From an optimization exercise on the open Yosys and OpenROAD flow, aimed at small area, a short achievable clock period and few clock cycles per item; shortcuts taken in it are not production practice. Only simulation tests tie the RTL to the original design; equivalence was not proved. Power and IR drop assume default switching activity.

==> flow/design.v (outline; a module is shown in full before it is edited, if it fits) <==
// module jx_brake: 2423 lines
// module jx_fa: 10 lines
// module jx_ha: 9 lines
module jx_brake (
    input  wire        clk,
    input  wire        rst_n,         
    input  wire        show_load,     
    input  wire        start,         
    input  wire [63:0] acc,           
    input  wire        fallback,      
    input  wire        cfg_enable,    
    input  wire [15:0] cfg_release,   
    input  wire [31:0] cfg_budget,    
    input  wire [31:0] cfg_static,    
    input  wire [31:0] cfg_trim,      
    input  wire [5:0]  cfg_e,         
    output wire        ready,
    output reg         done,
    output reg  [16:0] factor,        
    output reg  [16:0] target,        
    output reg  [63:0] pred,          
    output reg  [63:0] acc_used,      
    output reg         evt_engage,
    output reg         evt_released,
    output reg         evt_fallback,
    output reg         evt_black
);
  // ...
==> flow/flow/run.sh <==
#!/bin/bash
set -euo pipefail
bash standard.sh finish SETUP_SLACK_MARGIN=7 > standard_flow.log 2>&1
==> flow/standard.sh <==
#!/bin/bash
# synth_recipe.tcl (not shown) runs the flow's synth.tcl, then flattens the netlist and writes it again
# the make line also repeats each setting of config.mk as NAME=value (left out here)
make -C /OpenROAD-flow-scripts/flow DESIGN_CONFIG=/design/flow/config.mk WORK_HOME=/design/flow/orfs CLKGATE_MAP_FILE= SYNTH_SCRIPT=/design/flow/synth_recipe.tcl "${@:-finish}"
==> flow/config.mk <==
export PLATFORM = sky130hd
export DESIGN_NAME = jx_brake
export DESIGN_NICKNAME = jx_brake
export VERILOG_FILES = /design/flow/design.v
export SDC_FILE = /design/flow/constraint.sdc
export NUM_CORES = 4
export LEC_CHECK = 0
export CAP_MARGIN = 20
export CORE_MARGIN = 2
export CORE_UTILIZATION = 40
export PLACE_DENSITY = 0.6
export SETUP_SLACK_MARGIN = 5
export SLEW_MARGIN = 20
export SYNTH_HIERARCHICAL = 1
export SYNTH_MINIMUM_KEEP_SIZE = 0
export TNS_END_PERCENT = 100
==> flow/constraint.sdc <==
create_clock -name core_clock -period 15.0 [get_ports {clk}]
set_input_delay 3.0000 -clock core_clock [delete_from_list [all_inputs] [get_ports {clk}]]
set_output_delay 3.0000 -clock core_clock [all_outputs]
set_load 0.01 [all_outputs]
==> run_results.csv, run 1 <==
group,metric,value,unit
logic_synthesis,synth-xor-area-share,4.85,%
cells_and_area,finalInstanceArea,106000,um2
logic_synthesis,synthTopCellsByArea,"fa_1 (24%), edfxtp_1 (13%), ha_1 (9.1%)",
sta,clock.fmax,97.8,MHz
cells_and_area,seq_cells,718,
logic_synthesis,syn_area_per_cell,9.20,um2
pwr,powerDensity,300,nW/um2
floorplanning,start_util,40.3,%
cells_and_area,dominant_cells,"multi-input combinational cells",
worst_setup_path,crit_type,"input port to flip-flop",
clocking,postCtsHoldBufs,0,
cells_and_area,syn2layout_area_growth,25.3,%
pwr,pg_comb,0.0267,W
drt,dr_total_vias,76858,
sta,worst_pin_slew,1.19,ns
logic_synthesis,synth_async_sr_flop_share,0,%
pwr,ir_worst_vdd,734,uV
cells_and_area,seq_area,18100,um2
global_route,grt_pass1_vias,77327,
global_route,grtUsageMet2,51.2,%
cells_and_area,clk_share,2.97,%
logic_synthesis,synth_simple_gate_area_share,16.2,%
floorplanning,nWellTaps,2805,
floorplanning,io_pins,356,
status,status,"no timing/DRC/antenna violations",
logic_synthesis,yosys.area_share.adder,32.9,%
pwr,p_leak,45.6,nW
pwr,internal-power,0.0168,W
cells_and_area,max_flop_register,"cs_s",
sta,period_needed,10.22,ns
sta,timing.hold.ws,0.464,ns
pwr,power.share.switching,47.2,%
Testbench counts, summed over its fixed seeds: cycles 15,498, frames 3,200.
==> run 2, diff against run 1 <==
--- a/flow/design.v
+++ b/flow/design.v
@@ -8,26 +8,29 @@
     input  wire        cfg_enable,    
     input  wire [15:0] cfg_release,   
     input  wire [31:0] cfg_budget,    
     input  wire [31:0] cfg_static,    
     input  wire [31:0] cfg_trim,      
     input  wire [5:0]  cfg_e,         
     output wire        ready,
     output reg         done,
-    output reg  [16:0] factor,        
+    output wire [16:0] factor,        
     output reg  [16:0] target,        
     output reg  [63:0] pred,          
     output reg  [63:0] acc_used,      
     output reg         evt_engage,
     output reg         evt_released,
     output reg         evt_fallback,
     output reg         evt_black
 );
     localparam [16:0] ONE = 17'd65536;
+    reg  [16:0] lim_r;
+    reg         use_lim;
+    assign factor = use_lim ? lim_r : target;
     reg        busy;
     reg        ph_m1, ph_m2, ph_dec, ph_div;
     reg [1:0]  dcnt;
     assign ready = !busy;
     reg [63:0] a_r;         
     reg        fb_r;
     reg        en_r;
     reg [15:0] rel_r;
@@ -2288,32 +2291,34 @@
     assign t_c[92] = mt_s2043;
     assign t_s[93] = mt_c2044;
     assign t_c[93] = mt_s2045;
     assign t_s[94] = mt_c2046;
     assign t_c[94] = mt_s2047;
     assign t_s[95] = mt_c2048;
     assign t_c[95] = 1'b0;
     wire [W-1:0] prod   = t_s + t_c;
-    wire [71:0] d_w = cs_s[71:0] >> e_r;
+    reg  [71:0] p_r;
+    wire [71:0] d_w = p_r >> e_r;
     reg  [71:0] d_r;
     wire [71:0] d_p   = ph_dec ? d_w : d_r;
     wire [72:0] p_sum = {1'b0, d_p} + {41'd0, static_r};
     wire [63:0] p_w   = (p_sum[72:64] != 9'd0) ? 64'hFFFF_FFFF_FFFF_FFFF : p_sum[63:0];
     wire        h_neg  = h_r[32];
     wire        h_le0  = h_neg || (h_r[31:0] == 32'd0);
     wire        d_zero = (d_w == 72'd0);
     wire        d_le_h = !h_neg && (d_w[71:32] == 40'd0) && (d_w[31:0] <= h_r[31:0]);
     wire        nobrake = !en_r || d_zero || d_le_h;
     wire        black   = !nobrake && h_le0;
     wire        divide  = !nobrake && !h_le0;
     wire [17:0] rise  = {1'b0, factor} + {2'b00, rel_r};
     wire [16:0] lim   = (rise > {1'b0, ONE}) ? ONE : rise[16:0];
     wire [47:0] dv_w  = (d_w[71:48] != 24'd0) ? {48{1'b1}} : d_w[47:0];
-    wire [47:0] dv    = (d_r[71:48] != 24'd0) ? {48{1'b1}} : d_r[47:0];
+    reg         big_r;          
+    wire [47:0] dv    = d_r[47:0] | {48{big_r}};
     reg  [49:0] dv3;
     reg  [47:0] rem;
     reg  [15:0] quo;
     reg         q_gt;           
     reg         q_lt;           
     function [49:0] r4step(input [47:0] r, input [47:0] d1, input [49:0] d3);
         reg [49:0] y;
         reg [50:0] t1, t2, t3;
@@ -2336,26 +2341,27 @@
                       (dcnt == 2'd2) ? lim[11:8]  :
                       (dcnt == 2'd1) ? lim[7:4]   : lim[3:0];
     wire        gt1 = q_gt || (!q_lt && (qd1 > ln[3:2]));
     wire        lt1 = q_lt || (!q_gt && (qd1 < ln[3:2]));
     wire        gt2 = gt1 || (!lt1 && (qd2 > ln[1:0]));
     wire        lt2 = lt1 || (!gt1 && (qd2 < ln[1:0]));
     wire [15:0] q_fin = {quo[11:0], qd1, qd2};
     always @(posedge clk) begin
-        cs_s <= ph_m2 ? {24'd0, prod[W-1:24]} : t_s;
+        cs_s <= t_s;
+        p_r  <= prod[W-1:24];
         cs_c <= t_c;
         if (!rst_n || show_load) begin
             busy         <= 1'b0;
             ph_m1        <= 1'b0;
             ph_m2        <= 1'b0;
             ph_dec       <= 1'b0;
             ph_div       <= 1'b0;
             done         <= 1'b0;
-            factor       <= ONE;
+            use_lim      <= 1'b0;
             target       <= ONE;
             pred         <= 64'd0;
             acc_used     <= 64'd0;
             evt_engage   <= 1'b0;
             evt_released <= 1'b0;
             evt_fallback <= 1'b0;
             evt_black    <= 1'b0;
         end else begin
@@ -2374,24 +2380,26 @@
                 e_r      <= cfg_e;
                 busy     <= 1'b1;
                 ph_m1    <= use_prev;
                 ph_m2    <= !use_prev;
             end
             if (ph_dec) begin
                 d_r  <= d_w;
                 dv3  <= {2'b00, dv_w} + {1'b0, dv_w, 1'b0};
+                big_r <= (d_w[71:48] != 24'd0);
                 rem  <= {16'd0, h_r[31:0]};
                 q_gt <= 1'b0;
                 q_lt <= lim[16];
                 dcnt <= 2'd3;
                 if (divide) begin
                     ph_div <= 1'b1;
                 end else begin
-                    factor       <= black ? 17'd0 : lim;
+                    lim_r        <= lim;
+                    use_lim      <= !black;
                     target       <= black ? 17'd0 : ONE;
                     pred         <= p_w;
                     acc_used     <= a_r;
                     evt_engage   <= (black || lim != ONE) && (factor == ONE);
                     evt_released <= !black && (lim == ONE) && (factor != ONE);
                     evt_fallback <= fb_r;
                     evt_black    <= black;
                     done         <= 1'b1;
@@ -2400,17 +2408,18 @@
             end
             if (ph_div) begin
                 rem  <= st2[47:0];
                 quo  <= q_fin;
                 q_gt <= gt2;
                 q_lt <= lt2;
                 dcnt <= dcnt - 2'd1;
                 if (dcnt == 2'd0) begin
-                    factor       <= gt2 ? lim : {1'b0, q_fin};
+                    lim_r        <= lim;
+                    use_lim      <= gt2;
                     target       <= {1'b0, q_fin};
                     pred         <= p_w;
                     acc_used     <= a_r;
                     evt_engage   <= (factor == ONE);
                     evt_released <= 1'b0;
                     evt_fallback <= fb_r;
                     evt_black    <= 1'b0;
                     done         <= 1'b1;
==> flow/run.sh (new file) <==
#!/bin/bash
# synth_recipe.tcl (not shown) runs the flow's synth.tcl, then flattens the netlist and writes it again
# the make line also repeats each setting of config.mk as NAME=value (left out here)
make -C /OpenROAD-flow-scripts/flow DESIGN_CONFIG=/design/flow/config.mk WORK_HOME=/design/flow/orfs CLKGATE_MAP_FILE= SYNTH_SCRIPT=/design/flow/synth_recipe.tcl finish
==> flow/config.mk (replaced) <==
export PLATFORM = sky130hd
export DESIGN_NAME = jx_brake
export DESIGN_NICKNAME = jx_brake
export VERILOG_FILES = /design/flow/design.v
export SDC_FILE = /design/flow/constraint.sdc
export NUM_CORES = 4
export LEC_CHECK = 0
export CAP_MARGIN = 20
export CORE_MARGIN = 2
export CORE_UTILIZATION = 55
export PLACE_DENSITY = 0.7
export SETUP_SLACK_MARGIN = 5
export SLEW_MARGIN = 20
export SYNTH_HIERARCHICAL = 1
export SYNTH_MINIMUM_KEEP_SIZE = 0
export TNS_END_PERCENT = 100
removed: flow/flow/run.sh
removed: flow/standard.sh
==> run_results.csv, run 2 <==
group,metric,value,unit
status,status,"no timing/DRC/antenna violations",
clocking,cts_buffer_depth,3,
worst_setup_path,worstReg2RegEnd,"use_lim",
placement,dp.cells,11549,
sta,period_needed,9.94,ns
global_route,grt_pass1_vias,76370,
logic_synthesis,synth_top_flop_cell,"edfxtp_1",
clocking,cts.clk_slew.worst_paths,0.06,ns
global_route,groute.usage.overall,42.3,%
worst_hold_path,hold_start,"quo[7]",
clocking,clk_latency,0.75,ns
floorplanning,core_area,156000,um2
cells_and_area,final_util,64.0,%
worst_setup_path,crit_arrival,10.59,ns
global_route,overflow,0,
cells_and_area,syn2layout_area_growth,15.8,%
cells_and_area,layout_commonest_cell,"nor2_1",
worst_setup_path,crit_path_frequent_cell,"fa_1",
sta,fin_crit_sh,66.3,%
sta,clock.fmax,101,MHz
logic_synthesis,synth_seq_cells,776,
sta,skew,0.0412,ns
cells_and_area,multiInputGateArea,64500,um2
clocking,clockRootBuffer,"clkbuf_16",
drt,drt_iter0_markers,10345,
sta,maxSlewHeadroom,23.6,%
logic_synthesis,synth_edf_count,389,
sta,setup_ws,5.06,ns
cells_and_area,fillers,12808,
worst_setup_path,end_kind,"flip-flop",
cells_and_area,final_cell_mix,"nor2_1 (1532), fa_1 (965), nand2_1 (747)",
placement,portBuffers,355,
floorplanning,die_x,400,um
worst_setup_path,crit_type,"input port to flip-flop",
drt,routed_wl,351000,um
worst_setup_path,max_stage_delay,0.56,ns
drt,dr_total_vias,79430,
logic_synthesis,syn_area_per_cell,9.14,um2
cells_and_area,max_flop_register,"cs_s",
worst_setup_path,reg2reg_depth,36,
pwr,ir_worst_vdd,456,uV
worst_setup_path,reg2reg_from,"big_r",
sta,worst_pin_slew,1.15,ns
pwr,finalPower,0.0232,W
cells_and_area,seq_area,19400,um2
logic_synthesis,synth.net_count,11226,
clocking,tritoncts,"done",
sta,fin_setup_tns,0,ns
placement,pre_cts_slack,2.70,ns
logic_synthesis,synth_async_sr_flop_share,0,%
logic_synthesis,synthTopCellsByCount,"nor2_1 (1577), fa_1 (999), nand2_1 (750), a21oi_1 (719), ha_1 (616)",
logic_synthesis,synth.distinct_cells,117,
global_route,grt_pass1_wl,500000,um
sta,finalMaxSlewViolations,0,
worst_setup_path,cp_slowest_cell,"fa_1",
clocking,numCtsBuffers,95,
logic_synthesis,synthTopCellsByArea,"fa_1 (23%), edfxtp_1 (14%), dfxtp_1 (9.0%)",
worst_setup_path,cp-start-kind,"input port",
cells_and_area,stdcell_count,12003,
pwr,p_leak,43.2,nW
logic_synthesis,yosysTopAreaCell,"fa_1",
drt,avgRoutedWirePerCell,29.3,um
worst_setup_path,path_max_fanout,7,
worst_setup_path,ff2ff_setup_slack,5.08,ns
placement,routabilityCongestion,1.07,
worst_hold_path,hold_path.class,"flip-flop to flip-flop",
drt,drc,0,
floorplanning,start_util,55.2,%
drt,viasPerCell,6.62,
floorplanning,io_pins,356,
clocking,htreeDepth,3,
sta,rsz0062_at_grt,"yes",
pwr,powerDensity,233,nW/um2
logic_synthesis,synth_top_area_share,23.2,%
sta,setup_viol,0,
global_route,antenna_found_initial,32,
clocking,cts_num_sinks,776,
worst_hold_path,worstHoldEndpoint,"quo[11]",
floorplanning,dieArea,160000,um2
floorplanning,rows,145,
drt,detail-route-antenna-nets,0,
cells_and_area,fin_nets,11646,
logic_synthesis,synth.yosys.seq_area_share,22.6,%
cells_and_area,largest_register_ffs,80,
logic_synthesis,yosys.cell_count.top_type,"nor2_1",
cells_and_area,largest_registers,"cs_s (80), cs_c (79)",
floorplanning,die_h,400,um
logic_synthesis,synth_area,86100,um2
placement,dp_hpwl,255000,um
global_route,grt_max_degree,87,
worst_hold_path,hold_path_depth,0,
run,maxCapViolCount,0,
drt,drt_pre_antenna_iters,9,
logic_synthesis,netlist_instances,9423,
worst_setup_path,required,15.65,ns
cells_and_area,drive_above_1_share,9.99,%
logic_synthesis,ys_warn_count,7,
sta,final_hold_viol_count,0,
run 2: changes by cell type in the layout (fill, tap and decap cells not counted), moves of 49 or more:
cell,change
buf_6,-99
o21ai_0,+168
nor2_1,+110
mux2_2,-58
fa_2,-49
a21oi_2,-58
nand2_1,+97
fa_1,+49
buf_4,-153
buf_12,-61
a21oi_1,+68
run 2: critical path: cells and delay by family:
| kind | cells | cell delay, ns |
|---|---|---|
| AND/OR/NAND/NOR | 7 | 1.42 |
| buffers and inverters | 3 | 0.90 |
| AO/OA/AOI/OAI | 9 | 1.70 |
| XOR/XNOR | 1 | 0.13 |
| adder cells (fa/ha/maj) | 7 | 3.13 |
| multiplexers | 1 | 0.28 |
run 2: how the worst max path moves through the flow:
stage,start,end,depth (start not counted)
finish,acc[30],p_r[50],28
global route,cfg_trim[12],p_r[50],28
CTS,e_r[0],dv3[45],29
detailed placement,cfg_trim[1],p_r[71],27
global placement,cfg_trim[1],p_r[50],27
floorplan,cfg_trim[10],p_r[50],26
run 2: power by group:
part	internal, W	total [W]	switching (W)
Combinational	0.00755	0.0175	0.00999
Sequential	0.00300	0.00320	0.000208
Clock	0.00141	0.00248	0.00107
Total	0.0120	0.0232	0.0113
run 2: through the flow:
step           area [um2]  hold WS (ns)
6_report            99700         0.446
5_1_grt             99700         0.458
4_1_cts             96800         0.445
3_5_place_dp        92000         0.432
3_3_place_gp        92000         0.432
2_1_floorplan       86200         0.426
run 2: layer usage:
layer / routed length [um] / global-route usage [%]
met5: 242 / 0.424
met4: 20300 / 19.6
met3: 52200 / 14.2
met2: 142000 / 59.2
met1: 136000 / 58.6
run 2: what timing repair did:
| item | 4_1_cts | 5_1_grt |
|---|---|---|
| gates cloned | 19 | 28 |
| setup buffers | 52 | 154 |
| pin swaps | 29 | 60 |
| hold buffers | 0 | 0 |
| resized for setup | 146 | 247 |
| endpoints found under the setup margin | 177 | 137 |
run 2: logic make-up after synthesis:
group / synth area share, %
adders and majority gates: 32.3
DFF: 22.6
muxes: 4.10
AOI/OAI and AO/OA: 15.9
buffers and inverters: 3.97
and+or+nand+nor: 16.8
xor gates and xnor gates: 4.29
other: 0.00436
run 2: layout make-up:
cell class                      instances  share of cell area [%]
Clock buffer                          118                    2.58
Sequential cell                       776                    19.5
Antenna cell                           21                  0.0527
Clock inverter                         60                   0.692
Timing Repair Buffer                  781                    8.32
Multi-Input combinational cell       7778                    64.7
Inverter                              411                    1.56
Tap cell                             2058                    2.58
run 2: per-module statistics from Yosys, one instance, submodules excluded:
module	flops+latches	area, um2
jx_brake	776	65800
jx_fa	0	20.0
jx_ha	0	12.5
Testbench counts of run 2, summed over its fixed seeds: cycles 15,498, frames 3,200.
==> run 3, diff against run 2 <==
--- a/flow/config.mk
+++ b/flow/config.mk
@@ -6,10 +6,10 @@
 export NUM_CORES = 4
 export LEC_CHECK = 0
-export CAP_MARGIN = 20
+export CAP_MARGIN = 10
 export CORE_MARGIN = 2
-export CORE_UTILIZATION = 55
-export PLACE_DENSITY = 0.7
+export CORE_UTILIZATION = 65
+export PLACE_DENSITY = 0.8
 export SETUP_SLACK_MARGIN = 5
-export SLEW_MARGIN = 20
+export SLEW_MARGIN = 10
 export SYNTH_HIERARCHICAL = 1
 export SYNTH_MINIMUM_KEEP_SIZE = 0
==> run_results.csv, run 3 <==
group,metric,value,unit
status,status,"no timing/DRC/antenna violations",
logic_synthesis,synth_seq_cells,776,
sta,setup_ws,4.87,ns
sta,worst_pin_slew,1.40,ns
logic_synthesis,synthTopCellsByArea,"fa_1 (23%), edfxtp_1 (14%), dfxtp_1 (9.0%)",
sta,fin_setup_tns,0,ns
cells_and_area,drive_above_1_share,9.79,%
worst_hold_path,worstHoldEndpoint,"quo[10]",
global_route,groute.usage.overall,48.4,%
worst_setup_path,crit_type,"input port to flip-flop",
placement,portBuffers,355,
worst_setup_path,required,15.66,ns
clocking,htreeDepth,3,
placement,dp_hpwl,246000,um
logic_synthesis,synth_top_area_share,23.2,%
logic_synthesis,netlist_instances,9423,
worst_setup_path,crit_path_frequent_cell,"fa_2",
cells_and_area,max_flop_register,"cs_s",
worst_setup_path,ff2ff_setup_slack,5.08,ns
sta,clock.fmax,98.7,MHz
sta,skew,0.0738,ns
placement,place_area,91600,um2
logic_synthesis,synth.distinct_cells,117,
run,maxCapViolCount,0,
worst_setup_path,path_max_fanout,10,
sta,final_hold_viol_count,0,
logic_synthesis,ys_warn_count,7,
logic_synthesis,yosysTopAreaCell,"fa_1",
clocking,cts.clk_slew.worst_paths,0.06,ns
sta,maxSlewHeadroom,5.13,%
logic_synthesis,synth.net_count,11226,
drt,drc,0,
logic_synthesis,synth_edf_count,389,
floorplanning,start_util,65.5,%
floorplanning,die_x,368,um
floorplanning,rows,133,
logic_synthesis,yosys.cell_count.top_type,"nor2_1",
worst_setup_path,worstReg2RegEnd,"dv3[48]",
clocking,clockRootBuffer,"clkbuf_16",
cells_and_area,final_cell_mix,"nor2_1 (1534), fa_1 (947), nand2_1 (747)",
floorplanning,core_area,131000,um2
logic_synthesis,syn_area_per_cell,9.14,um2
clocking,numCtsBuffers,93,
sta,setup_viol,0,
worst_setup_path,crit_arrival,10.80,ns
drt,drt_iter0_markers,14110,
floorplanning,dieArea,135000,um2
worst_hold_path,hold_path_depth,0,
logic_synthesis,synth_top_flop_cell,"edfxtp_1",
sta,period_needed,10.13,ns
pwr,p_leak,42.9,nW
worst_setup_path,end_kind,"flip-flop",
cells_and_area,fin_nets,11630,
cells_and_area,finalInstanceArea,98800,um2
worst_setup_path,cp-start-kind,"input port",
cells_and_area,largest_registers,"cs_s (80), cs_c (79)",
sta,rsz0062_at_grt,"yes",
cells_and_area,syn2layout_area_growth,14.7,%
worst_setup_path,reg2reg_depth,30,
global_route,grt_pass1_vias,78563,
worst_hold_path,hold_path.class,"flip-flop to flip-flop",
placement,pre_cts_slack,2.84,ns
drt,drt_pre_antenna_iters,13,
sta,finalMaxSlewViolations,0,
pwr,ir_worst_vdd,630,uV
global_route,grt_pass1_wl,493000,um
worst_setup_path,reg2reg_from,"e_r[0]",
drt,dr_total_vias,83078,
logic_synthesis,synthTopCellsByCount,"nor2_1 (1577), fa_1 (999), nand2_1 (750), a21oi_1 (719), ha_1 (616)",
logic_synthesis,synth.yosys.seq_area_share,22.6,%
drt,viasPerCell,7.11,
drt,avgRoutedWirePerCell,30.5,um
cells_and_area,largest_register_ffs,80,
worst_hold_path,hold_start,"quo[6]",
drt,detail-route-antenna-nets,0,
logic_synthesis,synth_area,86100,um2
pwr,powerDensity,249,nW/um2
drt,routed_wl,356000,um
global_route,overflow,0,
placement,routabilityCongestion,1.11,
worst_setup_path,cp_slowest_cell,"fa_2",
floorplanning,die_h,368,um
worst_setup_path,max_stage_delay,0.65,ns
clocking,clk_latency,0.78,ns
logic_synthesis,synth_async_sr_flop_share,0,%
clocking,cts_num_sinks,776,
floorplanning,io_pins,356,
global_route,grt_max_degree,95,
clocking,cts_buffer_depth,3,
global_route,antenna_found_initial,29,
sta,fin_crit_sh,67.6,%
clocking,tritoncts,"done",
cells_and_area,layout_commonest_cell,"nor2_1",
[run 3: cell counts after synthesis]
No cell type changed its count.
[run 3: critical path, delay by kind of cell]
kind                       cells  cell delay, ns
buffers and inverters          4            0.97
and+or+nand+nor                7            1.45
xor gates and xnor gates       1            0.12
AOI/OAI and AO/OA             10            1.92
adders and majority gates      7            3.33
[run 3: layout make-up]
cell class	count	area, um2
multi-input combinational	7778	64500
antenna	23	57.6
timing repair buffer	767	7830
fill	8863	32700
tap	1755	2200
inverter	411	1560
sequential	776	19400
clock inverter	37	519
clock buffer	137	2680
[run 3: layer usage]
layer / track usage [%] / vias up / wire (um)
li1: - / 33536 / -
met2: 67.7 / 7671 / 141000
met3: 19.6 / 2225 / 63400
met5: 0 / - / 553
met4: 24.4 / 32 / 27300
met1: 64.9 / 39614 / 124000
[run 3: how the worst max path moves through the flow]
stage                            start  cells after the start  slack, ns       to
after global placement     cfg_trim[3]                     30       2.99  p_r[50]
final                     cfg_trim[14]                     29       4.87  p_r[50]
after detailed placement   cfg_trim[3]                     30       2.84  p_r[50]
after CTS                  cfg_trim[9]                     28       4.97  p_r[50]
after global routing      cfg_trim[15]                     27       4.74  p_r[71]
after floorplan           cfg_trim[10]                     26       5.00  p_r[50]
[run 3: where the power goes]
part           internal, W  total [W]  switching [W]
clock network      0.00135    0.00243        0.00108
logic              0.00784     0.0189         0.0111
registers          0.00300    0.00322       0.000224
[run 3: modules after synthesis (local to each module, per instance)]
module / cell area (um2) / flops+latches / copies in the design
jx_brake: 65800 / 776 / 1
jx_fa: 20.0 / 0 / 993
jx_ha: 12.5 / 0 / 31
[run 3: what timing repair did]
item | 4_1_cts | 5_1_grt
endpoints found under the setup margin | 168 | 136
hold buffers | 0 | 0
resized for setup | 106 | 262
gates cloned | 17 | 18
pin swaps | 22 | 72
buffers inserted | 32 | 178
[run 3: stage by stage]
| stage | util (%) | hold WS, ns | power, W | cells |
|---|---|---|---|---|
| 2_1_floorplan | - | 0.426 | 0.0138 | 9423 |
| 3_3_place_gp | 69.7 | 0.434 | 0.0180 | 11241 |
| 3_5_place_dp | 69.7 | 0.435 | 0.0185 | 11241 |
| 4_1_cts | 73.0 | 0.447 | 0.0215 | 11464 |
| 5_1_grt | 75.1 | 0.461 | 0.0254 | 11666 |
| 6_report | 75.1 | 0.448 | 0.0246 | 11684 |
[run 3: cell families (layout without fill, tap and decap cells)]
kind of cell	Yosys count	count (layout)	share of synthesized area, %
AO/OA/AOI/OAI	2180	2185	15.9
XOR/XNOR	422	422	4.29
adder cells (fa/ha/maj)	1626	1626	32.3
buffers and inverters	875	1352	3.97
flip-flops	776	776	22.6
multiplexers	273	273	4.10
other	1	24	0.00436
AND/OR/NAND/NOR	3270	3271	16.8

-- port drivers added, routing unchanged --
The results above use ideal ports. As a check the final layouts listed here were re-extracted and re-timed, cells and wires unchanged. Step 1, drivers: a clkbuf_16 drives clk and a buf_2 each remaining input, both assumed. Step 2 adds t to the input delays and takes it off the output delays; t is the mean of the earliest and latest rising clock arrival at the registers after step 1. Input paths then give back, and output paths get back, about the clock's delay inside the block. Three values: ideal ports, drivers, drivers and shift; two values: the first two.
run | t, ns | setup WS [ns] | hold slack, ns | cell pins on the clock port's net
run 1 | 0.857 | 4.780 / 4.807 / 3.978 | 0.464 / 0.464 / 0.464 | 1
run 2 | 0.805 | 5.062 / 5.085 / 4.310 | 0.446 / 0.446 / 0.446 | 1
run 3 | 0.829 | 4.867 / 4.903 / 4.074 | 0.448 / 0.448 / 0.448 | 1
After both steps setup and hold are still met in every run listed. The setup slack of run 1, which loses most, moves by +0.027 ns with the drivers and by -0.802 ns with both steps.
